Background: an optimization exercise with open tools, aiming at small area. Do not read the settings as production practice. Only simulation tests tie the RTL to the original design; equivalence was not proved. Power is estimated from default activity; no workload was simulated.

==> flow/design.v (outline; a module is shown in full before it is edited, if it fits) <==
// module crucible_vlane: 164 lines
// module crucible_mul16: 685 lines
// module crucible_vslice: 213 lines
module crucible_vslice #(
    parameter LANES = 4
) (
    input  wire                clk,
    input  wire                rst,           
    input  wire                iss_valid,
    input  wire [31:0]         iss_word,      
    input  wire [LANES-1:0]    iss_kmask,     
    input  wire [LANES-1:0]    iss_kc,        
    input  wire [16*LANES-1:0] iss_a,         
    input  wire [16*LANES-1:0] iss_b,         
    input  wire [16*LANES-1:0] iss_c,         
    input  wire [31:0]         iss_s,         
    output reg                 wb_valid,      
    output reg  [4:0]          wb_vd,
    output reg  [LANES-1:0]    wb_lanes,
    output reg                 wb_n3,         
    output wire [16*LANES-1:0] wb_d0,
    output wire [16*LANES-1:0] wb_d1,
    output wire [16*LANES-1:0] wb_d2,
    output wire [LANES-1:0]    wb_sat,        
    output reg                 kw_valid,      
    output wire [2:0]          kw_kd,
    output wire [LANES-1:0]    kw_lanes,
    output reg  [LANES-1:0]    kw_bits,
    output reg  [LANES-1:0]    aov            
);
  // ...
==> flow/run.sh <==
#!/bin/bash
# synth_recipe.tcl (not shown) runs the flow's synth.tcl, then flattens the netlist and writes it again
# the make line also repeats each setting of config.mk as NAME=value (left out here)
make -C /OpenROAD-flow-scripts/flow DESIGN_CONFIG=/design/flow/config.mk WORK_HOME=/design/flow/orfs CLKGATE_MAP_FILE= SYNTH_SCRIPT=/design/flow/synth_recipe.tcl finish
==> flow/config.mk <==
export PLATFORM = sky130hd
export DESIGN_NAME = crucible_vslice
export DESIGN_NICKNAME = crucible_vslice
export VERILOG_FILES = /design/flow/design.v
export SDC_FILE = /design/flow/constraint.sdc
export NUM_CORES = 4
export LEC_CHECK = 0
export CAP_MARGIN = 25
export CORE_MARGIN = 2
export CORE_UTILIZATION = 55
export PLACE_DENSITY = 0.65
export SLEW_MARGIN = 25
==> flow/constraint.sdc <==
create_clock -name core_clock -period 12.0 [get_ports {clk}]
set_input_delay 2.4000 -clock core_clock [delete_from_list [all_inputs] [get_ports {clk}]]
set_output_delay 2.4000 -clock core_clock [all_outputs]
set_load 0.01 [all_outputs]
==> results.sh, run 1 <==
export IMPL_run_status="complete, no violations"
export IMPL_slowest_stage="nand2b_1"
export IMPL_grt_met1_usage_pct=60.0
export IMPL_path_max_fanout=28
export IMPL_synth_simple_area_share_pct=16.4
export IMPL_final_clk_cell_share_pct=3.29
export IMPL_final_antenna_net_count=0
export IMPL_wl_met1_um=184000
export IMPL_fp_dieH_um=456
export IMPL_avgSynthCellArea_um2=8.55
export IMPL_clock_root_buffer="clkbuf_16"
export IMPL_synth_compound_area_share_pct=22.5
export IMPL_seqPwrFrac_pct=16.6
export IMPL_nFillCells=18000
export IMPL_cts_inserted_buffers=119
export IMPL_wl_per_cell_um=34.1
export IMPL_top_usage_layer="met2"
export IMPL_wl_met2_um=216000
export IMPL_hold_path_end="pmul2"
export IMPL_num_vias=113000
export IMPL_p_per_area_nw_per_um2=243
export IMPL_worstPathArrival_ns=8.64
export IMPL_use_met2_pct=69.6
export IMPL_synth_top_family_by_area="compound AO/OA/AOI/OAI gates"
export IMPL_seq_share_pct=17.5
export IMPL_ys_ff_latch=1065
==> module crucible_vlane, before the edit <==
module crucible_vlane (
    input  wire        clk,
    input  wire        rst,
    input  wire [15:0] i_a,         
    input  wire [15:0] i_b,         
    input  wire [7:0]  i_c,         
    input  wire [15:0] i_s,         
    input  wire        i_kc,        
    input  wire [15:0] i_imm16,
    input  wire [1:0]  i_as,        
    input  wire        i_rdacc,     
    input  wire        i_bs,        
    input  wire        i_ba,        
    input  wire        i_b8000,     
    input  wire [3:0]  i_l1tt,      
    input  wire        i_splat,     
    input  wire        i_sel,       
    input  wire        i_az,        
    input  wire [1:0]  i_ad,
    input  wire        s1_inv,      
    input  wire        s1_absv,     
    input  wire        s1_min,      
    input  wire        s1_ast,      
    input  wire        s1_xacc,     
    input  wire        s1_xshl,     
    input  wire [3:0]  s1_sh,       
    input  wire [14:0] s1_mst,      
    input  wire [22:0] s1_mov,      
    input  wire [1:0]  s1_r2sel,    
    input  wire [1:0]  s1_x2sel,    
    input  wire [3:0]  s1_cc,       
    input  wire        s1_ald,      
    input  wire [1:0]  s1_ad,
    input  wire        s1_wl2,      
    input  wire        s2_neg,      
    input  wire        s2_mpy,      
    input  wire        s2_mac,      
    input  wire [1:0]  s2_ad,
    input  wire        s2_wl3,      
    input  wire        s2_pmul,     
    output reg  [15:0] wb_d,        
    output reg         wb_sat,      
    output wire [15:0] wb_d1,       
    output wire [15:0] wb_d2,       
    output wire        s1_cmp,      
    output wire        s2_aov       
);
    reg [39:0] acc0, acc1, acc2, acc3;
    wire [15:0] l1_tt = ({16{i_l1tt[0]}} & ~i_a & ~i_b) |
                        ({16{i_l1tt[1]}} & ~i_a &  i_b) |
                        ({16{i_l1tt[2]}} &  i_a & ~i_b) |
                        ({16{i_l1tt[3]}} &  i_a &  i_b);
    wire [15:0] l1 = i_splat ? i_imm16 : i_sel ? (i_kc ? i_a : i_b) : l1_tt;
    reg [39:0] accr;
    always @(*) begin
        case (i_as)
            2'd0: accr = acc0;
            2'd1: accr = acc1;
            2'd2: accr = acc2;
            default: accr = acc3;
        endcase
    end
    wire [15:0] bop = i_bs ? i_s : i_ba ? i_a : i_b8000 ? 16'h8000 : i_b;
    reg [39:0] p1;
    always @(posedge clk)
        p1 <= i_rdacc ? accr : {i_c, bop, i_ba ? 16'h0000 : i_a};
    wire signed [15:0] a1 = p1[15:0];
    wire signed [15:0] b1 = p1[31:16];
    wire        inv = s1_inv | (s1_absv & b1[15]);
    wire [16:0] r   = {a1[15], a1} + ({b1[15], b1} ^ {17{inv}}) + {16'd0, inv};
    wire        r_ov = r[16] ^ r[15];
    wire [15:0] r_s  = r_ov ? {r[16], {15{~r[16]}}} : r[15:0];
    wire        lt = r[16];
    wire        eq = (r == 17'd0);
    assign s1_cmp = s1_cc[3] ^ ((s1_cc[0] & eq) | (s1_cc[1] & lt) | (s1_cc[2] & ~lt & ~eq));
    wire [15:0] mm = (s1_ast | (lt ^ ~s1_min)) ? a1 : b1;
    wire [31:0] prod;
    crucible_mul16 u_mul (.a(a1), .b(b1), .p(prod));
    wire [39:0] x = s1_xacc ? p1 :
                    s1_xshl ? {{9{a1[15]}}, a1, 15'd0} : {{24{a1[15]}}, a1};
    wire        xs = x[39];
    wire [32:0] xe  = {x[31:0], 1'b0};
    wire [24:0] t8  = s1_sh[3] ? xe[32:8]  : xe[24:0];
    wire [20:0] t4  = s1_sh[2] ? t8[24:4]  : t8[20:0];
    wire [18:0] t2  = s1_sh[1] ? t4[20:2]  : t4[18:0];
    wire [17:0] t1  = s1_sh[0] ? t2[18:1]  : t2[17:0];
    wire [16:0] q   = t1[17:1];
    wire        rb  = t1[0];
    wire        stk = |(x[14:0] & s1_mst);
    wire        rov = |((x[38:16] ^ {23{xs}}) & s1_mov);
    wire        inc = rb & (~xs | stk);
    wire [17:0] z   = {q[16], q} + {17'd0, inc};
    wire        zov = rov | (z[17] != z[15]) | (z[16] != z[15]);
    wire [15:0] rnd = zov ? {xs, {15{~xs}}} : z[15:0];
    reg [15:0] r2;
    reg        r2sat;
    always @(*) begin
        case (s1_r2sel)
            2'd0:    begin r2 = r_s; r2sat = r_ov; end
            2'd1:    begin r2 = mm;  r2sat = 1'b0; end
            default: begin r2 = rnd; r2sat = zov;  end
        endcase
    end
    reg [31:0] x2;
    always @(posedge clk) begin
        case (s1_x2sel)
            2'd0:    x2 <= prod;
            2'd1:    x2 <= {15'd0, zov, rnd};
            default: x2 <= {8'd0, p1[39:16]};
        endcase
    end
    assign wb_d1 = x2[15:0];
    assign wb_d2 = {{8{x2[23]}}, x2[23:16]};
    reg [39:0] acco;
    always @(*) begin
        case (s2_ad)
            2'd0: acco = acc0;
            2'd1: acco = acc1;
            2'd2: acco = acc2;
            default: acco = acc3;
        endcase
        if (s2_mpy) acco = 40'd0;
    end
    wire [40:0] ms  = {acco[39], acco} + {{9{x2[31] ^ s2_neg}}, x2 ^ {32{s2_neg}}} + {40'd0, s2_neg};
    wire        mov = ms[40] ^ ms[39];
    wire [39:0] msat = mov ? {ms[40], {39{~ms[40]}}} : ms[39:0];
    assign s2_aov = s2_mac & mov;
    wire we2 = s2_mac | s2_mpy;
    always @(posedge clk) begin
        if (rst) acc0 <= 40'd0;
        else if (we2 & s2_ad == 2'd0) acc0 <= msat;
        else if (s1_ald & s1_ad == 2'd0) acc0 <= p1;
        else if (i_az & i_ad == 2'd0) acc0 <= 40'd0;
        if (rst) acc1 <= 40'd0;
        else if (we2 & s2_ad == 2'd1) acc1 <= msat;
        else if (s1_ald & s1_ad == 2'd1) acc1 <= p1;
        else if (i_az & i_ad == 2'd1) acc1 <= 40'd0;
        if (rst) acc2 <= 40'd0;
        else if (we2 & s2_ad == 2'd2) acc2 <= msat;
        else if (s1_ald & s1_ad == 2'd2) acc2 <= p1;
        else if (i_az & i_ad == 2'd2) acc2 <= 40'd0;
        if (rst) acc3 <= 40'd0;
        else if (we2 & s2_ad == 2'd3) acc3 <= msat;
        else if (s1_ald & s1_ad == 2'd3) acc3 <= p1;
        else if (i_az & i_ad == 2'd3) acc3 <= 40'd0;
    end
    wire        ps   = x2[31];
    wire        pinc = x2[14] & (~ps | (|x2[13:0]));
    wire [17:0] pz   = {ps, x2[31:15]} + {17'd0, pinc};
    wire        pov  = (pz[17] != pz[15]) | (pz[16] != pz[15]);
    wire [15:0] pr   = pov ? {ps, {15{~ps}}} : pz[15:0];
    always @(posedge clk) begin
        if (s2_wl3) begin
            wb_d   <= s2_pmul ? pr  : x2[15:0];
            wb_sat <= s2_pmul ? pov : x2[16];
        end else if (s1_wl2) begin
            wb_d   <= r2;
            wb_sat <= r2sat;
        end else begin
            wb_d   <= l1;
            wb_sat <= 1'b0;
        end
    end
endmodule
==> module crucible_vslice, before the edit <==
module crucible_vslice #(
    parameter LANES = 4
) (
    input  wire                clk,
    input  wire                rst,           
    input  wire                iss_valid,
    input  wire [31:0]         iss_word,      
    input  wire [LANES-1:0]    iss_kmask,     
    input  wire [LANES-1:0]    iss_kc,        
    input  wire [16*LANES-1:0] iss_a,         
    input  wire [16*LANES-1:0] iss_b,         
    input  wire [16*LANES-1:0] iss_c,         
    input  wire [31:0]         iss_s,         
    output reg                 wb_valid,      
    output reg  [4:0]          wb_vd,
    output reg  [LANES-1:0]    wb_lanes,
    output reg                 wb_n3,         
    output wire [16*LANES-1:0] wb_d0,
    output wire [16*LANES-1:0] wb_d1,
    output wire [16*LANES-1:0] wb_d2,
    output wire [LANES-1:0]    wb_sat,        
    output reg                 kw_valid,      
    output wire [2:0]          kw_kd,
    output wire [LANES-1:0]    kw_lanes,
    output reg  [LANES-1:0]    kw_bits,
    output reg  [LANES-1:0]    aov            
);
    localparam OP_VADD  = 6'd1,  OP_VSUB  = 6'd2,  OP_VNEG  = 6'd3,
               OP_VABS  = 6'd4,  OP_VMUL  = 6'd5,  OP_VMULS = 6'd6,
               OP_VMAX  = 6'd7,  OP_VMIN  = 6'd8,  OP_VAND  = 6'd9,
               OP_VOR   = 6'd10, OP_VXOR  = 6'd11, OP_VSHL  = 6'd12,
               OP_VSHR  = 6'd13, OP_VMOV  = 6'd14, OP_VSEL  = 6'd15,
               OP_VCMP  = 6'd16, OP_VSPLAT= 6'd17, OP_VMPY  = 6'd18,
               OP_VMAC  = 6'd19, OP_VMSB  = 6'd20, OP_VMACS = 6'd21,
               OP_VACC  = 6'd22, OP_VAZ   = 6'd23, OP_VAWB  = 6'd24,
               OP_AST   = 6'd25, OP_ALD   = 6'd26;
    wire [5:0] op    = iss_word[31:26];
    wire [4:0] vd    = iss_word[25:21];
    wire [1:0] ad    = iss_word[22:21];
    wire [1:0] as_   = iss_word[17:16];
    wire [3:0] imm4  = iss_word[3:0];
    wire [15:0] imm16 = iss_word[15:0];
    wire o_vadd = op == OP_VADD,  o_vsub = op == OP_VSUB,  o_vneg = op == OP_VNEG,
         o_vabs = op == OP_VABS,  o_vmul = op == OP_VMUL,  o_vmuls = op == OP_VMULS,
         o_vmax = op == OP_VMAX,  o_vmin = op == OP_VMIN,  o_vand = op == OP_VAND,
         o_vor  = op == OP_VOR,   o_vxor = op == OP_VXOR,  o_vshl = op == OP_VSHL,
         o_vshr = op == OP_VSHR,  o_vmov = op == OP_VMOV,  o_vsel = op == OP_VSEL,
         o_vcmp = op == OP_VCMP,  o_vsplat = op == OP_VSPLAT, o_vmpy = op == OP_VMPY,
         o_vmac = op == OP_VMAC,  o_vmsb = op == OP_VMSB,  o_vmacs = op == OP_VMACS,
         o_vacc = op == OP_VACC,  o_vaz  = op == OP_VAZ,   o_vawb = op == OP_VAWB,
         o_ast  = op == OP_AST,   o_ald  = op == OP_ALD;
    wire d_l1  = o_vmov | o_vsplat | o_vsel | o_vand | o_vor | o_vxor;
    wire d_l2  = o_vadd | o_vsub | o_vneg | o_vabs | o_vmax | o_vmin |
                 o_vshl | o_vshr | o_ast;
    wire d_l3  = o_vmul | o_vmuls | o_vawb;
    wire d_mac = o_vmac | o_vmsb | o_vmacs | o_vacc;
    wire d_uses = o_vmuls | o_vmacs;
    wire [3:0] l1tt = o_vand ? 4'b1000 : o_vor ? 4'b1110 :
                      o_vxor ? 4'b0110 : 4'b1100;
    wire [LANES-1:0] sel = iss_valid ? iss_kmask : {LANES{1'b0}};
    wire [15:0] s_op = d_uses ? iss_s[31:16] : iss_s[15:0];
    wire [3:0] d_sh = o_vshr ? imm4 : ~imm4;
    reg [3:0] d_cc;
    always @(*) begin
        case (imm4[2:0])
            3'd0: d_cc = 4'b0001;    
            3'd1: d_cc = 4'b1001;    
            3'd2: d_cc = 4'b0010;    
            3'd3: d_cc = 4'b1100;    
            3'd4: d_cc = 4'b0100;    
            3'd5: d_cc = 4'b1010;    
            default: d_cc = 4'b0000;    
        endcase
    end
    reg             v1_l2, v1_cmp, v1_ald, v1_l3, v1_mac, v1_mpy;
    reg             inv1, absv1, min1, ast1, xacc1, xshl1, neg1;
    reg [3:0]       sh1, cc1;
    reg [1:0]       r2sel1, x2sel1;
    reg [4:0]       vd1;
    reg [LANES-1:0] m1;
    reg             v2_l3, v2_mac, v2_mpy, v2_cmp, neg2, pmul2;
    reg             pmul1;
    reg [4:0]       vd2;
    reg [LANES-1:0] m2;
    always @(posedge clk) begin
        if (rst) begin
            v1_l2 <= 1'b0; v1_cmp <= 1'b0; v1_ald <= 1'b0;
            v1_l3 <= 1'b0; v1_mac <= 1'b0; v1_mpy <= 1'b0;
            v2_l3 <= 1'b0; v2_mac <= 1'b0; v2_mpy <= 1'b0; v2_cmp <= 1'b0;
        end else begin
            v1_l2  <= iss_valid & d_l2;
            v1_cmp <= iss_valid & o_vcmp;
            v1_ald <= iss_valid & o_ald;
            v1_l3  <= iss_valid & d_l3;
            v1_mac <= iss_valid & d_mac;
            v1_mpy <= iss_valid & o_vmpy;
            v2_l3  <= v1_l3;
            v2_mac <= v1_mac;
            v2_mpy <= v1_mpy;
            v2_cmp <= v1_cmp;
        end
        inv1   <= o_vsub | o_vneg | o_vmax | o_vmin | o_vcmp;
        absv1  <= o_vabs;
        min1   <= o_vmin;
        ast1   <= o_ast;
        xacc1  <= o_vawb;
        xshl1  <= o_vshl;
        neg1   <= o_vmsb | o_vacc;
        sh1    <= d_sh;
        cc1    <= d_cc;
        r2sel1 <= (o_vshl | o_vshr) ? 2'd2 : (o_vmax | o_vmin | o_ast) ? 2'd1 : 2'd0;
        x2sel1 <= o_ast ? 2'd2 : o_vawb ? 2'd1 : 2'd0;
        vd1    <= vd;
        m1     <= sel;
        neg2   <= neg1;
        pmul1  <= o_vmul | o_vmuls;
        pmul2  <= pmul1;
        vd2    <= vd1;
        m2     <= m1;
    end
    wire [14:0] mst;
    wire [22:0] mov;
    genvar j;
    generate
        for (j = 0; j < 15; j = j + 1) begin : g_mst
            assign mst[j] = (j + 2 <= sh1);
        end
        for (j = 0; j < 23; j = j + 1) begin : g_mov
            assign mov[j] = (j >= sh1);
        end
    endgenerate
    wire [LANES-1:0] l_sat, l_cmp, l_aov;
    genvar g;
    generate
        for (g = 0; g < LANES; g = g + 1) begin : lane
            crucible_vlane u_lane (
                .clk      (clk),
                .rst      (rst),
                .i_a      (iss_a[16*g +: 16]),
                .i_b      (iss_b[16*g +: 16]),
                .i_c      (iss_c[16*g +: 8]),
                .i_s      (s_op),
                .i_kc     (iss_kc[g]),
                .i_imm16  (imm16),
                .i_as     (as_),
                .i_rdacc  (o_vawb | o_ast),
                .i_bs     (d_uses | (o_vcmp & imm4[3])),
                .i_ba     (o_vneg | o_vabs),
                .i_b8000  (o_vacc),
                .i_l1tt   (l1tt),
                .i_splat  (o_vsplat),
                .i_sel    (o_vsel),
                .i_az     (sel[g] & o_vaz),
                .i_ad     (ad),
                .s1_inv   (inv1),
                .s1_absv  (absv1),
                .s1_min   (min1),
                .s1_ast   (ast1),
                .s1_xacc  (xacc1),
                .s1_xshl  (xshl1),
                .s1_sh    (sh1),
                .s1_mst   (mst),
                .s1_mov   (mov),
                .s1_r2sel (r2sel1),
                .s1_x2sel (x2sel1),
                .s1_cc    (cc1),
                .s1_ald   (v1_ald & m1[g]),
                .s1_ad    (vd1[1:0]),
                .s1_wl2   (v1_l2),
                .s2_neg   (neg2),
                .s2_mpy   (v2_mpy & m2[g]),
                .s2_mac   (v2_mac & m2[g]),
                .s2_ad    (vd2[1:0]),
                .s2_wl3   (v2_l3),
                .s2_pmul  (pmul2),
                .wb_d     (wb_d0[16*g +: 16]),
                .wb_sat   (l_sat[g]),
                .wb_d1    (wb_d1[16*g +: 16]),
                .wb_d2    (wb_d2[16*g +: 16]),
                .s1_cmp   (l_cmp[g]),
                .s2_aov   (l_aov[g])
            );
        end
    endgenerate
    always @(posedge clk) begin
        if (rst) begin
            wb_valid <= 1'b0;
            kw_valid <= 1'b0;
            aov      <= {LANES{1'b0}};
        end else begin
            wb_valid <= v2_l3 | v1_l2 | (iss_valid & d_l1);
            kw_valid <= v1_cmp;
            aov      <= l_aov;
        end
        if (v2_l3) begin
            wb_vd    <= vd2;
            wb_lanes <= m2;
            wb_n3    <= 1'b0;
        end else if (v1_l2) begin
            wb_vd    <= vd1;
            wb_lanes <= m1;
            wb_n3    <= ast1;
        end else begin
            wb_vd    <= vd;
            wb_lanes <= sel;
            wb_n3    <= 1'b0;
        end
        kw_bits <= l_cmp & m1;
    end
    assign wb_sat   = l_sat & wb_lanes;
    assign kw_kd    = vd2[2:0];
    assign kw_lanes = m2;
endmodule
==> inputs of run 2 (changes only) <==
--- a/flow/design.v
+++ b/flow/design.v
@@ -8,9 +8,11 @@
     input  wire        i_kc,        
     input  wire [15:0] i_imm16,
-    input  wire [1:0]  i_as,        
+    input  wire [3:0]  i_rs,        
     input  wire        i_rdacc,     
     input  wire        i_bs,        
     input  wire        i_ba,        
-    input  wire        i_b8000,     
+    input  wire        i_bk,        
+    input  wire [15:0] i_k,         
+    input  wire        i_sx,        
     input  wire [3:0]  i_l1tt,      
     input  wire        i_splat,     
@@ -22,6 +24,4 @@
     input  wire        s1_min,      
     input  wire        s1_ast,      
-    input  wire        s1_xacc,     
-    input  wire        s1_xshl,     
     input  wire [3:0]  s1_sh,       
     input  wire [14:0] s1_mst,      
@@ -37,4 +37,5 @@
     input  wire        s2_mac,      
     input  wire [1:0]  s2_ad,
+    input  wire [3:0]  s2_rd,       
     input  wire        s2_wl3,      
     input  wire        s2_pmul,     
@@ -52,23 +53,40 @@
                         ({16{i_l1tt[3]}} &  i_a &  i_b);
     wire [15:0] l1 = i_splat ? i_imm16 : i_sel ? (i_kc ? i_a : i_b) : l1_tt;
-    reg [39:0] accr;
-    always @(*) begin
-        case (i_as)
-            2'd0: accr = acc0;
-            2'd1: accr = acc1;
-            2'd2: accr = acc2;
-            default: accr = acc3;
-        endcase
-    end
-    wire [15:0] bop = i_bs ? i_s : i_ba ? i_a : i_b8000 ? 16'h8000 : i_b;
+    wire [15:0] bop = i_bs ? i_s : i_ba ? i_a : i_bk ? i_k :
+                      i_sx ? {16{i_a[15]}} : i_b;
+    wire [7:0]  cop = i_sx ? {8{i_a[15]}} : i_c;
+    wire [39:0] opnd = {cop, bop, i_ba ? 16'h0000 : i_a};
     reg [39:0] p1;
     always @(posedge clk)
-        p1 <= i_rdacc ? accr : {i_c, bop, i_ba ? 16'h0000 : i_a};
+        p1 <= ({40{i_rs[0]}} & acc0) | ({40{i_rs[1]}} & acc1) |
+              ({40{i_rs[2]}} & acc2) | ({40{i_rs[3]}} & acc3) |
+              ({40{~i_rdacc}} & opnd);
     wire signed [15:0] a1 = p1[15:0];
     wire signed [15:0] b1 = p1[31:16];
     wire        inv = s1_inv | (s1_absv & b1[15]);
-    wire [16:0] r   = {a1[15], a1} + ({b1[15], b1} ^ {17{inv}}) + {16'd0, inv};
+    wire [16:0] ra  = {a1[15], a1};
+    wire [16:0] rbo = {b1[15], b1} ^ {17{inv}};
+    wire [9:0]  rc;
+    wire [8:0]  rl;
+    wire [8:0]  rc0, rc1;
+    wire [7:0]  rh0, rh1;
+    assign rc[0] = inv;
+    assign rc0[0] = 1'b0;
+    assign rc1[0] = 1'b1;
+    genvar k;
+    generate
+        for (k = 0; k < 9; k = k + 1) begin : g_radd
+            assign rl[k]   = ra[k] ^ rbo[k] ^ rc[k];
+            assign rc[k+1] = (ra[k] & rbo[k]) | (ra[k] & rc[k]) | (rbo[k] & rc[k]);
+        end
+        for (k = 0; k < 8; k = k + 1) begin : g_rsel
+            assign rh0[k]   = ra[k+9] ^ rbo[k+9] ^ rc0[k];
+            assign rc0[k+1] = (ra[k+9] & rbo[k+9]) | (ra[k+9] & rc0[k]) | (rbo[k+9] & rc0[k]);
+            assign rh1[k]   = ra[k+9] ^ rbo[k+9] ^ rc1[k];
+            assign rc1[k+1] = (ra[k+9] & rbo[k+9]) | (ra[k+9] & rc1[k]) | (rbo[k+9] & rc1[k]);
+        end
+    endgenerate
+    wire [16:0] r = {rc[9] ? rh1 : rh0, rl};
     wire        r_ov = r[16] ^ r[15];
-    wire [15:0] r_s  = r_ov ? {r[16], {15{~r[16]}}} : r[15:0];
     wire        lt = r[16];
     wire        eq = (r == 17'd0);
@@ -77,6 +95,6 @@
     wire [31:0] prod;
     crucible_mul16 u_mul (.a(a1), .b(b1), .p(prod));
-    wire [39:0] x = s1_xacc ? p1 :
-                    s1_xshl ? {{9{a1[15]}}, a1, 15'd0} : {{24{a1[15]}}, a1};
+    wire        shl_ov = |((a1[14:0] ^ {15{a1[15]}}) & s1_mov[14:0]);
+    wire [39:0] x = p1;
     wire        xs = x[39];
     wire [32:0] xe  = {x[31:0], 1'b0};
@@ -90,16 +108,26 @@
     wire        rov = |((x[38:16] ^ {23{xs}}) & s1_mov);
     wire        inc = rb & (~xs | stk);
-    wire [17:0] z   = {q[16], q} + {17'd0, inc};
+    wire [17:0] z;
+    wire [18:0] zc;
+    assign zc[0] = inc;
+    generate
+        for (k = 0; k < 18; k = k + 1) begin : g_zinc
+            assign z[k]    = (k < 17 ? q[k < 17 ? k : 16] : q[16]) ^ zc[k];
+            assign zc[k+1] = (k < 17 ? q[k < 17 ? k : 16] : q[16]) & zc[k];
+        end
+    endgenerate
     wire        zov = rov | (z[17] != z[15]) | (z[16] != z[15]);
     wire [15:0] rnd = zov ? {xs, {15{~xs}}} : z[15:0];
-    reg [15:0] r2;
-    reg        r2sat;
+    reg [15:0] r2raw;
+    reg        r2sat, r2sgn;
     always @(*) begin
         case (s1_r2sel)
-            2'd0:    begin r2 = r_s; r2sat = r_ov; end
-            2'd1:    begin r2 = mm;  r2sat = 1'b0; end
-            default: begin r2 = rnd; r2sat = zov;  end
+            2'd0:    begin r2raw = r[15:0];     r2sat = r_ov;   r2sgn = r[16]; end
+            2'd1:    begin r2raw = mm;          r2sat = 1'b0;   r2sgn = 1'b0;  end
+            2'd2:    begin r2raw = z[15:0];     r2sat = 1'b0;   r2sgn = 1'b0;  end
+            default: begin r2raw = prod[15:0];  r2sat = shl_ov; r2sgn = a1[15]; end
         endcase
     end
+    wire [15:0] r2 = r2sat ? {r2sgn, {15{~r2sgn}}} : r2raw;
     reg [31:0] x2;
     always @(posedge clk) begin
@@ -112,14 +140,6 @@
     assign wb_d1 = x2[15:0];
     assign wb_d2 = {{8{x2[23]}}, x2[23:16]};
-    reg [39:0] acco;
-    always @(*) begin
-        case (s2_ad)
-            2'd0: acco = acc0;
-            2'd1: acco = acc1;
-            2'd2: acco = acc2;
-            default: acco = acc3;
-        endcase
-        if (s2_mpy) acco = 40'd0;
-    end
+    wire [39:0] acco = ({40{s2_rd[0]}} & acc0) | ({40{s2_rd[1]}} & acc1) |
+                       ({40{s2_rd[2]}} & acc2) | ({40{s2_rd[3]}} & acc3);
     wire [40:0] ms  = {acco[39], acco} + {{9{x2[31] ^ s2_neg}}, x2 ^ {32{s2_neg}}} + {40'd0, s2_neg};
     wire        mov = ms[40] ^ ms[39];
@@ -147,5 +167,14 @@
     wire        ps   = x2[31];
     wire        pinc = x2[14] & (~ps | (|x2[13:0]));
-    wire [17:0] pz   = {ps, x2[31:15]} + {17'd0, pinc};
+    wire [17:0] pq   = {ps, x2[31:15]};
+    wire [17:0] pz;
+    wire [18:0] pc;
+    assign pc[0] = pinc;
+    generate
+        for (k = 0; k < 18; k = k + 1) begin : g_pinc
+            assign pz[k]   = pq[k] ^ pc[k];
+            assign pc[k+1] = pq[k] & pc[k];
+        end
+    endgenerate
     wire        pov  = (pz[17] != pz[15]) | (pz[16] != pz[15]);
     wire [15:0] pr   = pov ? {ps, {15{~ps}}} : pz[15:0];
@@ -909,4 +938,5 @@
     wire [LANES-1:0] sel = iss_valid ? iss_kmask : {LANES{1'b0}};
     wire [15:0] s_op = d_uses ? iss_s[31:16] : iss_s[15:0];
+    wire [15:0] kconst = o_vacc ? 16'h8000 : (16'h0001 << imm4);
     wire [3:0] d_sh = o_vshr ? imm4 : ~imm4;
     reg [3:0] d_cc;
@@ -923,10 +953,11 @@
     end
     reg             v1_l2, v1_cmp, v1_ald, v1_l3, v1_mac, v1_mpy;
-    reg             inv1, absv1, min1, ast1, xacc1, xshl1, neg1;
+    reg             inv1, absv1, min1, ast1, neg1;
     reg [3:0]       sh1, cc1;
     reg [1:0]       r2sel1, x2sel1;
     reg [4:0]       vd1;
     reg [LANES-1:0] m1;
-    reg             v2_l3, v2_mac, v2_mpy, v2_cmp, neg2, pmul2;
+    reg             v2_l3, v2_mac, v2_mpy, v2_cmp, neg2, pmul2, mpy2;
+    reg             mpy1;
     reg             pmul1;
     reg [4:0]       vd2;
@@ -953,14 +984,14 @@
         min1   <= o_vmin;
         ast1   <= o_ast;
-        xacc1  <= o_vawb;
-        xshl1  <= o_vshl;
         neg1   <= o_vmsb | o_vacc;
         sh1    <= d_sh;
         cc1    <= d_cc;
-        r2sel1 <= (o_vshl | o_vshr) ? 2'd2 : (o_vmax | o_vmin | o_ast) ? 2'd1 : 2'd0;
+        r2sel1 <= o_vshl ? 2'd3 : o_vshr ? 2'd2 : (o_vmax | o_vmin | o_ast) ? 2'd1 : 2'd0;
         x2sel1 <= o_ast ? 2'd2 : o_vawb ? 2'd1 : 2'd0;
         vd1    <= vd;
         m1     <= sel;
         neg2   <= neg1;
+        mpy1   <= o_vmpy;
+        mpy2   <= mpy1;
         pmul1  <= o_vmul | o_vmuls;
         pmul2  <= pmul1;
@@ -992,9 +1023,11 @@
                 .i_kc     (iss_kc[g]),
                 .i_imm16  (imm16),
-                .i_as     (as_),
+                .i_rs     ({4{o_vawb | o_ast}} & (4'd1 << as_)),
                 .i_rdacc  (o_vawb | o_ast),
                 .i_bs     (d_uses | (o_vcmp & imm4[3])),
                 .i_ba     (o_vneg | o_vabs),
-                .i_b8000  (o_vacc),
+                .i_bk     (o_vacc | o_vshl),
+                .i_k      (kconst),
+                .i_sx     (o_vshr),
                 .i_l1tt   (l1tt),
                 .i_splat  (o_vsplat),
@@ -1006,6 +1039,4 @@
                 .s1_min   (min1),
                 .s1_ast   (ast1),
-                .s1_xacc  (xacc1),
-                .s1_xshl  (xshl1),
                 .s1_sh    (sh1),
                 .s1_mst   (mst),
@@ -1021,4 +1052,5 @@
                 .s2_mac   (v2_mac & m2[g]),
                 .s2_ad    (vd2[1:0]),
+                .s2_rd    ({4{~mpy2}} & (4'd1 << vd2[1:0])),
                 .s2_wl3   (v2_l3),
                 .s2_pmul  (pmul2),
--- a/flow/config.mk
+++ b/flow/config.mk
@@ -8,5 +8,5 @@
 export CAP_MARGIN = 25
 export CORE_MARGIN = 2
-export CORE_UTILIZATION = 55
-export PLACE_DENSITY = 0.65
+export CORE_UTILIZATION = 30
+export PLACE_DENSITY = 0.4
 export SLEW_MARGIN = 25
==> run 2 against run 1 <==
Net effect:
- clock-buffer cell count increased by 47
- sequential power grew 2%
- still clean on timing, DRC and antenna
- flip-flop and latch count did not move
- synthesized cell count shrank 1.5%
- critical path type unchanged
- register-to-register slack got worse by 0.58 ns
==> results.sh, run 2 <==
export IMPL_run_status="complete, no violations"
export IMPL_final_antenna_net_count=0
export IMPL_irDropWorstVdd_mv=0.404
export IMPL_synth_simple_area_share_pct=14.4
export IMPL_startpoint_type="flop"
export IMPL_reg2regPathDepth=33
export IMPL_switchingPower_mw=16.8
export IMPL_drtIter0Drc=14500
export IMPL_intPower_mw=15.8
export IMPL_path_class="reg -> reg"
export IMPL_post_cts_buffers=0
export IMPL_cts_inserted_buffers=152
export IMPL_synth_common_cells="nand2_1 (1156), a22oi_1 (1151), dfxtp_1 (1065)"
export IMPL_synth_xor_area_share_pct=3.80
export IMPL_p_per_area_nw_per_um2=271
export IMPL_synth_compound_area_share_pct=28.0
export IMPL_ys_warn_count=2
export IMPL_end_kind="flop"
export IMPL_ys_top_cells_by_area="dfxtp_1 (20%), fa_1 (15%), a22oi_1 (8.1%), ha_1 (6.0%), and2_1 (4.2%)"
export IMPL_rsz0062_at_grt="no"
export IMPL_start_util_pct=30.1
export IMPL_viasPerCell=6.20
export IMPL_r2r_setup_slack_ns=3.45
export IMPL_dr_pass1_iters=10
export IMPL_worstPathArrival_ns=9.36
export IMPL_dieArea_um2=359000
export IMPL_hold_viol=0
export IMPL_async_reset_ff_share_pct=0
export IMPL_ys_ff_latch=1065
export IMPL_track_usage_pct=33.6
export IMPL_grt_pass1_wl_um=856000
export IMPL_hold_path_end="neg2"
export IMPL_synthesis_nets=14600
export IMPL_synth_area_um2=106000
export IMPL_clockBufferDepth=4
export IMPL_grt_max_degree=173
export IMPL_fmax_mhz=117
export IMPL_relSlewSlack_pct=17.0
export IMPL_num_vias=109000
export IMPL_pwr_share_comb_pct=70.2
export IMPL_design_core_area_um2=352000
export IMPL_hold_path_class="reg -> reg"
export IMPL_htree_levels=4
export IMPL_synth_edf_count=0
export IMPL_synth_top_area_share_pct=20.1
export IMPL_seqPwrFrac_pct=15.4
export IMPL_areaGrowthSynthToFinish_pct=13.5
export IMPL_synth_flop_cell="dfxtp_1"
export IMPL_leakagePower_nw=49.1
export IMPL_worstSkewPairLatency_ns=0.90
export IMPL_tns_ns=0
export IMPL_hold_depth=0
export IMPL_clock_root_buffer="clkbuf_16"
export IMPL_p_clk_share_pct=14.4
export IMPL_drc_errors=0
export IMPL_clkTransAtPathRegs_ns=0.06
export IMPL_fp_dieH_um=599
export IMPL_cpMostUsedCell="ha_1"
export IMPL_hpwlAfterDp_um=429000
export IMPL_r2r_start="sh1[2]"
export IMPL_wl_per_cell_um=35.3
export IMPL_num_io_pins=490
export IMPL_synth_cells=13000
export IMPL_mostFrequentLayoutCell="a22oi_1"
export IMPL_timing_critical_path_max_delay_family="adder cells"
export IMPL_yosysTopAreaCell="dfxtp_1"
export IMPL_drive_gt1_share_pct=7.33
export IMPL_final_nets=14300
export IMPL_drv_slew=0
export IMPL_fin_crit_sh_pct=71.2
export IMPL_cap_violations=0
export IMPL_globalplace_congestion=0.966
export IMPL_layout_common_cells="a22oi_1 (1151), nand2_1 (1139), dfxtp_1 (1046)"
export IMPL_switching_share_pct=51.5
export IMPL_avgSynthCellArea_um2=8.19
export IMPL_cts_tree="built"
export IMPL_hp_start="neg1"
export IMPL_synthMuxAreaShare_pct=4.18
export IMPL_grt_ovfl_total=0
export IMPL_cts_hold_buf=0
export IMPL_setup_violations=0
export IMPL_synth_top_family_by_area="compound AO/OA/AOI/OAI gates"
export IMPL_die_w_um=599
export IMPL_yosysMostFrequentCell="nand2_1"
export IMPL_postLayoutSetupSlackWorst_ns=3.45
export IMPL_clkSinkCount=1065
export IMPL_grt_pass1_vias=106000
export IMPL_fin_crit_ns=8.55
export IMPL_cp_required_ns=12.81
export IMPL_cts_resized_gates=0
export IMPL_path_max_fanout=63
export IMPL_clock_skew_ns=0.0569
export IMPL_numPortBuffers=454
export IMPL_antenna_found_initial=79
export IMPL_critPathMaxStageDelay_ns=0.83
export IMPL_startpoint="sh1[2]"
export IMPL_detailedPlace_worstSlack_ns=3.46
export IMPL_r2r_end="lane[2].u_lane.x2[13]"
export IMPL_slowest_stage="nor2_2"
export IMPL_crit_buf_inv=2
export IMPL_fp_row_count=218
export IMPL_yosysSeqAreaShare_pct=20.1
export IMPL_wirelength_um=623000
export IMPL_tightest_slew_ns=1.25
export IMPL_synth_cell_types=107
export IMPL_synth_adder_area_share_pct=21.5
==> run 2: changes by cell type in the layout (fill, tap and decap cells not counted), sizes merged, moves of 127 or more <==
cell   change
a22oi    +474
mux2     -127
mux4     -299
nor2     +145
nor2b    -130
o21ai    +127
==> run 2: metal layers <==
metal  GRT usage (%)  vias to the layer above  wire length [um]
met2            50.5                     6909            266000
met3            7.45                     1533             59000
li1                -                    45900                 -
met5               0                        -               128
met1            43.6                    54900            252000
met4            21.3                       22             45200
==> run 2: worst reg2reg max path: cells and delay by family, from the launching register on <==
family	cells	cell delay, ns
compound gates	9	1.44
fa+ha+maj	16	3.52
buf+inv	2	0.67
flops	1	0.51
simple gates	6	2.34
==> run 2: logic make-up after synthesis <==
logic type / after synthesis
AOI/OAI and AO/OA: 4332
and+or+nand+nor: 3261
buffers and inverters: 2162
adders and majority gates: 1333
DFF: 1065
xor gates and xnor gates: 458
muxes: 360
==> run 2: final cells by class <==
class	instances	area, um2
clock buffer	210	4370
sequential	1065	21400
multi-input combinational	9744	77200
antenna	77	193
tap	4730	5920
clock inverter	57	587
fill	36800	232000
timing repair buffer	824	7470
inverter	916	3440
==> run 2: worst max path at each step <==
| stage | endpoint | slack [ns] | depth (start not counted) |
|---|---|---|---|
| 5_1_grt | lane[3].u_lane.x2[3] | 3.24 | 35 |
| 3_3_place_gp | lane[0].u_lane.x2[13] | 3.42 | 32 |
| 6_report | lane[2].u_lane.x2[13] | 3.45 | 33 |
| 4_1_cts | lane[1].u_lane.x2[12] | 3.42 | 33 |
| 3_5_place_dp | lane[1].u_lane.x2[12] | 3.46 | 33 |
| 2_1_floorplan | lane[1].u_lane.x2[1] | 4.57 | 37 |
==> run 2: through the flow <==
step | util, % | cells | hold WS, ns | power [mW] | area, um2
final | 34.2 | 17600 | 0.307 | 32.6 | 121000
after global routing | 34.2 | 17600 | 0.321 | 35.3 | 120000
after CTS | 34.1 | 17500 | 0.309 | 32.5 | 120000
after detailed placement | 32.7 | 17300 | 0.314 | 27.6 | 115000
after global placement | 32.7 | 17300 | 0.314 | 27.5 | 115000
after floorplan | - | 13000 | 0.310 | 20.4 | 106000
==> run 2: power by group through the flow <==
stage | Sequential [mW] | Clock, mW | Combinational [mW]
2_1_floorplan | 4.46 | 0 | 15.9
3_3_place_gp | 5.07 | 0 | 22.5
3_5_place_dp | 5.06 | 0 | 22.5
4_1_cts | 4.99 | 4.73 | 22.8
5_1_grt | 5.00 | 4.87 | 25.4
6_report | 5.02 | 4.69 | 22.9

[separate check: timing with driven ports]
The results above use ideal ports. As a check the final layouts listed here were re-extracted and re-timed, cells and wires unchanged. Step 1 sets driving cells, clkbuf_16 on the clock port and buf_2 on the other inputs (assumed; they add their load-dependent delay and slew). Step 2 adds t to the input delays and takes it off the output delays; t is the mean of the earliest and latest rising clock arrival at the registers after step 1. Input paths then give back, and output paths get back, about the clock's delay inside the block. Three values: ideal, step 1, step 2; two values: the first two.
| run | shift t [ns] | setup slack, ns | worst setup path after step 2 |
|---|---|---|---|
| run 1 | 0.932 | 4.033 / 4.033 / 4.033 | register to register |
| run 2 | 0.984 | 3.453 / 3.453 / 3.453 | register to register |
After both steps every run listed still meets setup and hold.
